Background: an optimization exercise with open tools, aiming at small area, a short achievable clock period and few clock cycles per item. Do not read the settings as production practice.
At most, simulation tests tie the RTL to the original design; equivalence was not proved.

## vfix_unit
module vfix_unit #(
    parameter LANES = 4
) (
    input  wire                  clk,
    input  wire                  rst,
    input  wire                  in_valid,
    output wire                  in_ready,
    input  wire [2:0]            in_func,
    input  wire                  in_type,
    input  wire [1:0]            in_rnd,
    input  wire                  in_zero,
    input  wire [LANES-1:0]      in_pred,
    input  wire [16*LANES-1:0]   in_a,
    input  wire [16*LANES-1:0]   in_b,
    input  wire [16*LANES-1:0]   in_c,
    input  wire [16*LANES-1:0]   in_d,
    output reg                   out_valid,
    output reg  [16*LANES-1:0]   out_d,
    output reg                   out_sat
);
export LEC_CHECK = 0
export ABC_AREA = 1
export CAP_MARGIN = 20
export CORE_MARGIN = 2
export CORE_UTILIZATION = 50
export SLEW_MARGIN = 20
export SYNTH_HIERARCHICAL = 1
create_clock -name core_clock -period 25.0 [get_ports {clk}]
standard.sh (not shown) runs the stock make flow with config.mk's settings and CLKGATE_MAP_FILE= SYNTH_SCRIPT=/design/flow/synth_recipe.tcl, a recipe that flattens the netlist after the stock synthesis.
==> flow/flow/run.sh <==
#!/bin/bash
# Standard synthesis, then the standard layout steps with a stronger timing
# repair: the repair aims at a setup slack of MARGIN ns (the clock period
# and constraints are unchanged), may resize cells across footprints, and
# the port buffers are buf_2 cells.
set -euo pipefail
MARGIN=18.5
bash standard.sh synth > synth.log 2>&1
bash standard.sh SETUP_SLACK_MARGIN=$MARGIN MATCH_CELL_FOOTPRINT=0 \
    "BUFFER_PORTS_ARGS=-buffer_cell sky130_fd_sc_hd__buf_2" finish > layout.log 2>&1
Change:
==> flow/flow/run.sh (replaced) <==
#!/bin/bash
# Standard synthesis and layout; the layout's timing repair aims at a
# setup slack of MARGIN ns (the clock period is unchanged), so that it
# shortens the design's paths instead of stopping at 25 ns.
set -euo pipefail
MARGIN=17.5
bash standard.sh synth > synth.log 2>&1
bash standard.sh SETUP_SLACK_MARGIN=$MARGIN finish > layout.log 2>&1
Outcome: Via count decreases by 4.7%. Synthesized area is unchanged. First-iteration DRC count decreases by about 3%. Setup slack gets worse by 0.46 ns.
No run of this note included a check of the RTL's function; only the layout flow was run.

========
build 65:
vfix_unit, a different RTL version from the one above (not shown whole).
For scale: about 360 flip-flops, ~340 I/O pins, roughly 45000 um2 of cells after synthesis.
Settings: LEC_CHECK=0, ABC_AREA=1, CAP_MARGIN=0, CORE_MARGIN=2, CORE_UTILIZATION=65, CTS_CLUSTER_DIAMETER=80, CTS_CLUSTER_SIZE=25, SLEW_MARGIN=0, SYNTH_HIERARCHICAL=1; clock period 25.0 ns.
==> flow/flow/run.sh <==
#!/bin/bash
# Synthesis: the standard synthesis script (synth_recipe.tcl), except that
# ABC maps the lane modules with a delay target (flow/abc_lane.script), so
# that it recovers area there instead of mapping for the least delay; the
# top module gets its own (flow/abc_top.script). Then the standard layout
# steps, with buf_2 cells as the port buffers; the layout's timing repair
# aims at a setup slack of MARGIN ns (the clock period and constraints are
# unchanged) on the worst endpoints, and may resize cells across
# footprints.
set -euo pipefail
MARGIN=19
W=$PWD
cat > $W/own_synth.tcl <<EOC
proc abc {args} {
  set i [lsearch \$args -script]
  set lane_args \$args
  lset lane_args [expr {\$i + 1}] $W/flow/abc_lane.script
  yosys abc {*}\$lane_args vfix_lane vfix_fa vfix_xor2 vfix_xnor2
  set top_args \$args
  lset top_args [expr {\$i + 1}] $W/flow/abc_top.script
  yosys abc {*}\$top_args vfix_unit
}
source $W/synth_recipe.tcl
EOC
bash standard.sh SYNTH_SCRIPT=$W/own_synth.tcl synth > synth.log 2>&1
bash standard.sh SYNTH_SCRIPT=$W/own_synth.tcl "BUFFER_PORTS_ARGS=-buffer_cell sky130_fd_sc_hd__buf_2" \
    SETUP_SLACK_MARGIN=$MARGIN TNS_END_PERCENT=5 MATCH_CELL_FOOTPRINT=0 finish > layout.log 2>&1
==> flow/flow/abc_lane.script <==
strash
dch
map -B 0.9 -D 2500
topo
stime -c
buffer -c
upsize -c -D 2500
dnsize -c -D 2500
==> flow/flow/abc_top.script <==
strash
dch
map -B 0.9 -D 1500
topo
stime -c
buffer -c
upsize -c -D 1500
dnsize -c -D 1500
Build 65 reached the end of the flow, and the finished layout is clean on the timing, design-rule and antenna checks.
Testbench counts of build 65, summed over its fixed seeds: cycles 16,024, items 16,000.
Edits applied to the flow inputs when going from build 65 to build 64:
-- flow/flow/run.sh --
<<< build 65, line 5
# top module gets its own (flow/abc_top.script). Then the standard layout
>>> build 64, line 5
# top module keeps the standard ABC script. Then the standard layout
<<< build 65, line 19
  set top_args \$args
  lset top_args [expr {\$i + 1}] $W/flow/abc_top.script
  yosys abc {*}\$top_args vfix_unit
>>> build 64, line 19
  yosys abc {*}\$args vfix_unit
==> flow/flow/abc_lane.script <==
strash
dch
map -B 0.9 -D 2000
topo
stime -c
buffer -c
upsize -c -D 2000
dnsize -c -D 2000
removed: flow/flow/abc_top.script
==> results.txt <==
Going from build 65 to build 64, the later-pin clock latency in the skew report was found to have gone up by 0.07 ns.
Reported for build 65 and build 64, number of pins with negative max-slew slack in the final report turned out identical to the last digit.
Measured against each other, build 65 and build 64 differ in met2 routing resource usage after global routing, the higher figure coming from build 65.
Between build 65 and build 64, the difference in fraction of met3 tracks used by global routing is negligible.
Build 64 ends up with higher iteration-0 DRC count of the detailed router than build 65 does.
Diff build 65 -> build 64: routed wire length has decreased; average wire per cell in the routed design decreased by 1.5% relative to the old numbers; worst setup margin decreased by 0.039 ns relative to the old numbers.
Build 64 finished all stages; the layout is clean.
For build 64, the launching element of the worst setup path was out_d[29], unlike build 65, where it was in_type.
Here is what was changed in the inputs of build 88 compared with build 64.
-- flow/flow/run.sh --
<<< build 64, line 5
# top module keeps the standard ABC script. Then the standard layout
>>> build 88, line 5
# top module gets its own (flow/abc_top.script). Then the standard layout
<<< build 64, line 19
  yosys abc {*}\$args vfix_unit
>>> build 88, line 19
  set top_args \$args
  lset top_args [expr {\$i + 1}] $W/flow/abc_top.script
  yosys abc {*}\$top_args vfix_unit
<<< build 64, line 25
    SETUP_SLACK_MARGIN=$MARGIN TNS_END_PERCENT=5 MATCH_CELL_FOOTPRINT=0 finish > layout.log 2>&1
>>> build 88, line 27
    SETUP_SLACK_MARGIN=$MARGIN TNS_END_PERCENT=15 MATCH_CELL_FOOTPRINT=0 finish > layout.log 2>&1
==> flow/flow/abc_lane.script <==
strash
dch
map -B 0.9 -D 2500
topo
stime -c
buffer -c
upsize -c -D 2500
dnsize -c -D 2500
==> flow/flow/abc_top.script (new file) <==
strash
dch
map -B 0.9 -D 1500
topo
stime -c
buffer -c
upsize -c -D 1500
dnsize -c -D 1500
## What came out
Area of the die for build 88: 1200 um2 down relative to build 64
A worst setup path startpoint of out_d[31] is what build 88 shows, while out_d[29] belongs to build 64.
Taking build 64 as the reference, in build 88 total via count in the routed design decreased 0.47%, area growth from synthesis to final layout rose by 2.8 points.
Here is what was changed in the inputs of build 82 compared with build 88.
-- flow/flow/run.sh --
<<< build 88, line 27
    SETUP_SLACK_MARGIN=$MARGIN TNS_END_PERCENT=15 MATCH_CELL_FOOTPRINT=0 finish > layout.log 2>&1
>>> build 82, line 27
    SETUP_SLACK_MARGIN=$MARGIN TNS_END_PERCENT=5 MATCH_CELL_FOOTPRINT=0 finish > layout.log 2>&1
-- flow/config.mk --
<<< build 88, line 12
export CTS_CLUSTER_DIAMETER = 80
export CTS_CLUSTER_SIZE = 25
>>> build 82, line 12
export CTS_CLUSTER_DIAMETER = 60
export CTS_CLUSTER_SIZE = 30
==> results.txt <==
- Measured against each other, build 88 and build 82 differ in area added between synthesis and finish, the lower figure coming from build 88.
- Detailed-routing iteration count for the pre-antenna-repair pass in build 82 is 1 below build 88.
- Of build 88 and build 82, the run reporting the higher post-layout worst setup margin was build 82.
- Diff build 88 -> build 82: slew at the pin closest to its max-slew limit rose by 0.047 ns; core utilization rose by 0.15 points; total area of multi-input combinational cells stayed essentially flat; cell area stayed essentially flat; number of standard cells in the final layout excluding fillers stayed essentially flat.

========
Setup of red:
Starting RTL as in the previous note.
==> flow/config.mk <==
export PLATFORM = sky130hd
export DESIGN_NAME = vfix_unit
export DESIGN_NICKNAME = vfix_unit
export VERILOG_FILES = /design/flow/design.v
export SDC_FILE = /design/flow/constraint.sdc
export NUM_CORES = 8
export LEC_CHECK = 0
export ABC_AREA = 1
export CAP_MARGIN = 0
export CORE_MARGIN = 2
export CORE_UTILIZATION = 65
export CTS_CLUSTER_DIAMETER = 80
export CTS_CLUSTER_SIZE = 25
export SLEW_MARGIN = 0
export SYNTH_HIERARCHICAL = 1
==> flow/constraint.sdc <==
create_clock -name core_clock -period 25.0 [get_ports {clk}]
set_input_delay 5.0000 -clock core_clock [delete_from_list [all_inputs] [get_ports {clk}]]
set_output_delay 5.0000 -clock core_clock [all_outputs]
set_load 0.01 [all_outputs]
==> flow/flow/run.sh <==
#!/bin/bash
# Synthesis: the standard synthesis script (synth_recipe.tcl), except that
# ABC maps the lane modules with a delay target (flow/abc_lane.script), so
# that it recovers area there instead of mapping for the least delay; the
# top module gets its own (flow/abc_top.script). Then the standard layout
# steps, with buf_1 cells as the port buffers; the layout's timing repair
# aims at a setup slack of MARGIN ns (the clock period and constraints are
# unchanged) on the worst endpoints, and may resize cells across
# footprints.
set -euo pipefail
MARGIN=19
W=$PWD
cat > $W/own_synth.tcl <<EOC
proc abc {args} {
  set i [lsearch \$args -script]
  set lane_args \$args
  lset lane_args [expr {\$i + 1}] $W/flow/abc_lane.script
  yosys abc {*}\$lane_args vfix_lane vfix_fa vfix_xor2 vfix_xnor2
  set top_args \$args
  lset top_args [expr {\$i + 1}] $W/flow/abc_top.script
  yosys abc {*}\$top_args vfix_unit
}
source $W/synth_recipe.tcl
EOC
bash standard.sh SYNTH_SCRIPT=$W/own_synth.tcl synth > synth.log 2>&1
bash standard.sh SYNTH_SCRIPT=$W/own_synth.tcl "BUFFER_PORTS_ARGS=-buffer_cell sky130_fd_sc_hd__buf_1" \
    SETUP_SLACK_MARGIN=$MARGIN TNS_END_PERCENT=5 MATCH_CELL_FOOTPRINT=0 finish > layout.log 2>&1
==> flow/flow/abc_lane.script <==
strash
dch
map -B 0.9 -D 2500
topo
stime -c
buffer -c
upsize -c -D 2500
dnsize -c -D 2500
==> flow/flow/abc_top.script <==
strash
dch
map -B 0.9 -D 1500
topo
stime -c
buffer -c
upsize -c -D 1500
dnsize -c -D 1500
red has completed all stages; timing, DRC and antenna checks passed.
Testbench counts of red, summed over its fixed seeds: cycles 16,024, items 16,000.
Inputs modified between red and blue:
diff --git a/flow/flow/run.sh b/flow/flow/run.sh
--- a/flow/flow/run.sh
+++ b/flow/flow/run.sh
@@ -6 +6 @@
-# steps, with buf_1 cells as the port buffers; the layout's timing repair
+# steps, with buf_2 cells as the port buffers; the layout's timing repair
@@ -26 +26 @@
-bash standard.sh SYNTH_SCRIPT=$W/own_synth.tcl "BUFFER_PORTS_ARGS=-buffer_cell sky130_fd_sc_hd__buf_1" \
+bash standard.sh SYNTH_SCRIPT=$W/own_synth.tcl "BUFFER_PORTS_ARGS=-buffer_cell sky130_fd_sc_hd__buf_2" \
==> flow/flow/abc_lane.script <==
strash
dch
map -B 0.9 -D 3000
topo
stime -c
buffer -c
upsize -c -D 3000
dnsize -c -D 3000
==> flow/flow/abc_top.script <==
strash
dch
map -B 0.9 -D 1000
topo
stime -c
buffer -c
upsize -c -D 1000
dnsize -c -D 1000
### Flow results
STATUS detailed-route via count: blue wins against red
The termination of the worst setup path comes out out_d[63] in one run and out_d[31] in the other, namely in blue and red respectively.
Between blue and red, the area of all sequential standard cells figures differ only marginally.
Diff blue..red | wire length | negligible
Number of ordinary inverters in the final layout in blue is 1.5% above red.
Diff red -> blue: via count of the first global-routing pass up 653, number of antenna diodes higher, post-detailed-route count of antenna-violating nets about even.

========
== the reference run ==
Another version of the RTL of vfix_unit (not shown whole).
Size in the first run: ~5800 cells after synthesis, roughly 360 flip-flops.
clock: 25.0 ns
lec_check: 0
abc_area: 1
cap_margin: 20
core_margin: 2
core_utilization: 50
slew_margin: 20
synth_hierarchical: 1
==> flow/flow/run.sh <==
#!/bin/bash
# Standard synthesis and layout, with buf_2 cells as the port buffers.
set -euo pipefail
bash standard.sh synth > synth.log 2>&1
bash standard.sh "BUFFER_PORTS_ARGS=-buffer_cell sky130_fd_sc_hd__buf_2" finish > layout.log 2>&1
Testbench counts of the reference run, summed over its fixed seeds: cycles 16,024, items 16,000.
For the trial run, these inputs were changed with respect to the reference run:
- a change of SLEW_MARGIN from 20 to 0
- a change of CORE_UTILIZATION from 50 to 65
- a change of CAP_MARGIN from 20 to 0
==> flow/flow/run.sh <==
#!/bin/bash
# Standard synthesis and layout, with buf_2 cells as the port buffers; the
# layout's timing repair aims at a setup slack of MARGIN ns (the clock
# period and constraints are unchanged) on the worst endpoints, and may
# resize cells across footprints.
set -euo pipefail
MARGIN=19
bash standard.sh synth > synth.log 2>&1
bash standard.sh "BUFFER_PORTS_ARGS=-buffer_cell sky130_fd_sc_hd__buf_2" \
    SETUP_SLACK_MARGIN=$MARGIN TNS_END_PERCENT=5 MATCH_CELL_FOOTPRINT=0 finish > layout.log 2>&1
--- outcome ---
Summary of the trial run over the reference run: cell count down 189; remaining design rule violation count flat; overall routed net length down 5.2 mm. The trial run completed every stage of the flow, and the final layout passed the timing, design-rule and antenna checks.

========
RTL: one of the versions met above, not the one the previous note started from.
Size in the first run: roughly 5,600 cells after synthesis, about 360 flip-flops, about 340 I/O pins, ~0.046 mm^2 of cells after synthesis.
==> flow/config.mk <==
export PLATFORM = sky130hd
export DESIGN_NAME = vfix_unit
export DESIGN_NICKNAME = vfix_unit
export VERILOG_FILES = /design/flow/design.v
export SDC_FILE = /design/flow/constraint.sdc
export NUM_CORES = 8
export LEC_CHECK = 0
export ABC_AREA = 1
export CAP_MARGIN = 0
export CORE_MARGIN = 2
export CORE_UTILIZATION = 65
export CTS_CLUSTER_DIAMETER = 80
export CTS_CLUSTER_SIZE = 25
export SLEW_MARGIN = 0
export SYNTH_HIERARCHICAL = 1
==> flow/constraint.sdc <==
create_clock -name core_clock -period 25.0 [get_ports {clk}]
set_input_delay 5.0000 -clock core_clock [delete_from_list [all_inputs] [get_ports {clk}]]
set_output_delay 5.0000 -clock core_clock [all_outputs]
set_load 0.01 [all_outputs]
==> flow/flow/run.sh <==
#!/bin/bash
# Synthesis: the standard synthesis script (synth_recipe.tcl), except that
# ABC maps the lane modules with a delay target (flow/abc_lane.script), so
# that it recovers area there instead of mapping for the least delay; the
# top module gets its own (flow/abc_top.script). Then the standard layout
# steps, with buf_2 cells as the port buffers; the layout's timing repair
# aims at a setup slack of MARGIN ns (the clock period and constraints are
# unchanged) on the worst endpoints, and may resize cells across
# footprints.
set -euo pipefail
MARGIN=19
W=$PWD
cat > $W/own_synth.tcl <<EOC
proc abc {args} {
  set i [lsearch \$args -script]
  set lane_args \$args
  lset lane_args [expr {\$i + 1}] $W/flow/abc_lane.script
  yosys abc {*}\$lane_args vfix_lane vfix_fa vfix_xor2 vfix_xnor2
  set top_args \$args
  lset top_args [expr {\$i + 1}] $W/flow/abc_top.script
  yosys abc {*}\$top_args vfix_unit
}
source $W/synth_recipe.tcl
EOC
bash standard.sh SYNTH_SCRIPT=$W/own_synth.tcl synth > synth.log 2>&1
bash standard.sh SYNTH_SCRIPT=$W/own_synth.tcl "BUFFER_PORTS_ARGS=-buffer_cell sky130_fd_sc_hd__buf_2" \
    SETUP_SLACK_MARGIN=$MARGIN TNS_END_PERCENT=5 MATCH_CELL_FOOTPRINT=0 SKIP_GATE_CLONING=1 finish > layout.log 2>&1
==> flow/flow/abc_lane.script <==
strash
dch
map -B 0.9 -D 2500
topo
stime -c
buffer -c
upsize -c -D 2500
dnsize -c -D 2500
==> flow/flow/abc_top.script <==
strash
dch
map -B 0.9 -D 1200
topo
stime -c
buffer -c
upsize -c -D 1200
dnsize -c -D 1200
The baseline finished with timing, DRC and antenna clean.
Testbench counts at the start, summed over its fixed seeds: cycles 16,024, items 16,000.
Rerun with:
--- a/flow/flow/run.sh
+++ b/flow/flow/run.sh
@@ -11 +11 @@
-MARGIN=19
+MARGIN=19.2
@@ -27 +27 @@
-    SETUP_SLACK_MARGIN=$MARGIN TNS_END_PERCENT=5 MATCH_CELL_FOOTPRINT=0 SKIP_GATE_CLONING=1 finish > layout.log 2>&1
+    SETUP_SLACK_MARGIN=$MARGIN TNS_END_PERCENT=5 MATCH_CELL_FOOTPRINT=0 finish > layout.log 2>&1
==> flow/flow/abc_top.script (replaced) <==
strash
dch
map -B 0.9 -D 1500
topo
stime -c
buffer -c
upsize -c -D 1500
dnsize -c -D 1500
Result: The new run went through all stages and came out clean. Via count went up by 2.0%. Global-route usage grows by 0.63 points. Synthesized area drops by 0.46%. Critical path depth stays the same. Routed wire length rose by 1.2%. Worst setup slack is better by 7.0 ps. Design area is higher by 2.0%.
Rerun with:
--- a/flow/flow/run.sh
+++ b/flow/flow/run.sh
@@ -11 +11 @@
-MARGIN=19.2
+MARGIN=19
==> flow/flow/abc_top.script (replaced) <==
strash
dch
map -B 0.9 -D 1200
topo
stime -c
buffer -c
upsize -c -D 1200
dnsize -c -D 1200
Result: Sequential share of layout area rises by 0.23 points; global-route usage falls by 0.54 points; sequential cell count stays the same; core utilization falls by 2.1 points; via count falls by a few percent; register-to-register slack gets worse by 110 ps; final cell count falls slightly.

## what the ideal ports hide
The results above use ideal ports. As a check the final layouts listed here were re-extracted and re-timed, cells and wires unchanged. Step 1, drivers: a clkbuf_16 drives clk and a buf_2 each remaining input, both assumed. Step 2 adds t to the input delays and takes it off the output delays; t is the mean of the earliest and latest rising clock arrival at the registers after step 1. Input paths then give back, and output paths get back, about the clock's delay inside the block. Three values: ideal ports, drivers, drivers and shift; two values: the first two.
| run | shift t [ns] | setup slack, ns | hold WS [ns] | worst setup path after step 2 | slew at the worst register clock pin (ns) |
|---|---|---|---|---|---|
| the first run of note 1 | 0.674 | 18.069 / 18.069 / 17.859 | 0.406 / 0.406 / 0.406 | input to register | 0.06 / 0.06 |
| the second run of note 1 | 0.674 | 17.607 / 17.638 / 16.964 | 0.403 / 0.403 / 0.403 | input to register | 0.09 / 0.09 |
| build 65 | 0.661 | 18.886 / 18.817 / 18.193 | 0.343 / 0.343 / 0.343 | input to register | 0.10 / 0.10 |
| build 64 | 0.701 | 18.847 / 18.778 / 18.163 | 0.338 / 0.338 / 0.338 | input to register | 0.10 / 0.10 |
| build 88 | 0.693 | 18.869 / 18.797 / 18.214 | 0.345 / 0.345 / 0.345 | input to register | 0.10 / 0.10 |
| build 82 | 0.649 | 18.891 / 18.819 / 18.288 | 0.331 / 0.331 / 0.331 | input to register | 0.09 / 0.09 |
| red | 0.667 | 18.881 / 18.808 / 18.226 | 0.339 / 0.339 / 0.339 | input to register | 0.11 / 0.11 |
| blue | 0.701 | 18.853 / 18.780 / 18.190 | 0.291 / 0.291 / 0.291 | input to register | 0.10 / 0.10 |
| the reference run | 0.673 | 18.167 / 18.202 / 17.528 | 0.329 / 0.329 / 0.329 | input to register | 0.07 / 0.07 |
| the trial run | 0.672 | 18.737 / 18.748 / 18.076 | 0.328 / 0.328 / 0.328 | input to register | 0.07 / 0.07 |
| the first run of note 5 | 0.677 | 18.872 / 18.798 / 18.255 | 0.333 / 0.333 / 0.333 | input to register | 0.11 / 0.11 |
| the second run of note 5 | 0.689 | 18.879 / 18.807 / 18.203 | 0.343 / 0.343 / 0.343 | input to register | 0.10 / 0.10 |
| the third run of note 5 | 0.675 | 18.882 / 18.810 / 18.250 | 0.331 / 0.331 / 0.331 | input to register | 0.11 / 0.11 |
After both steps setup and hold are still met in every run listed. For build 65, which loses most, drivers alone change the setup slack by -0.069 ns; drivers and shift together by -0.693 ns.
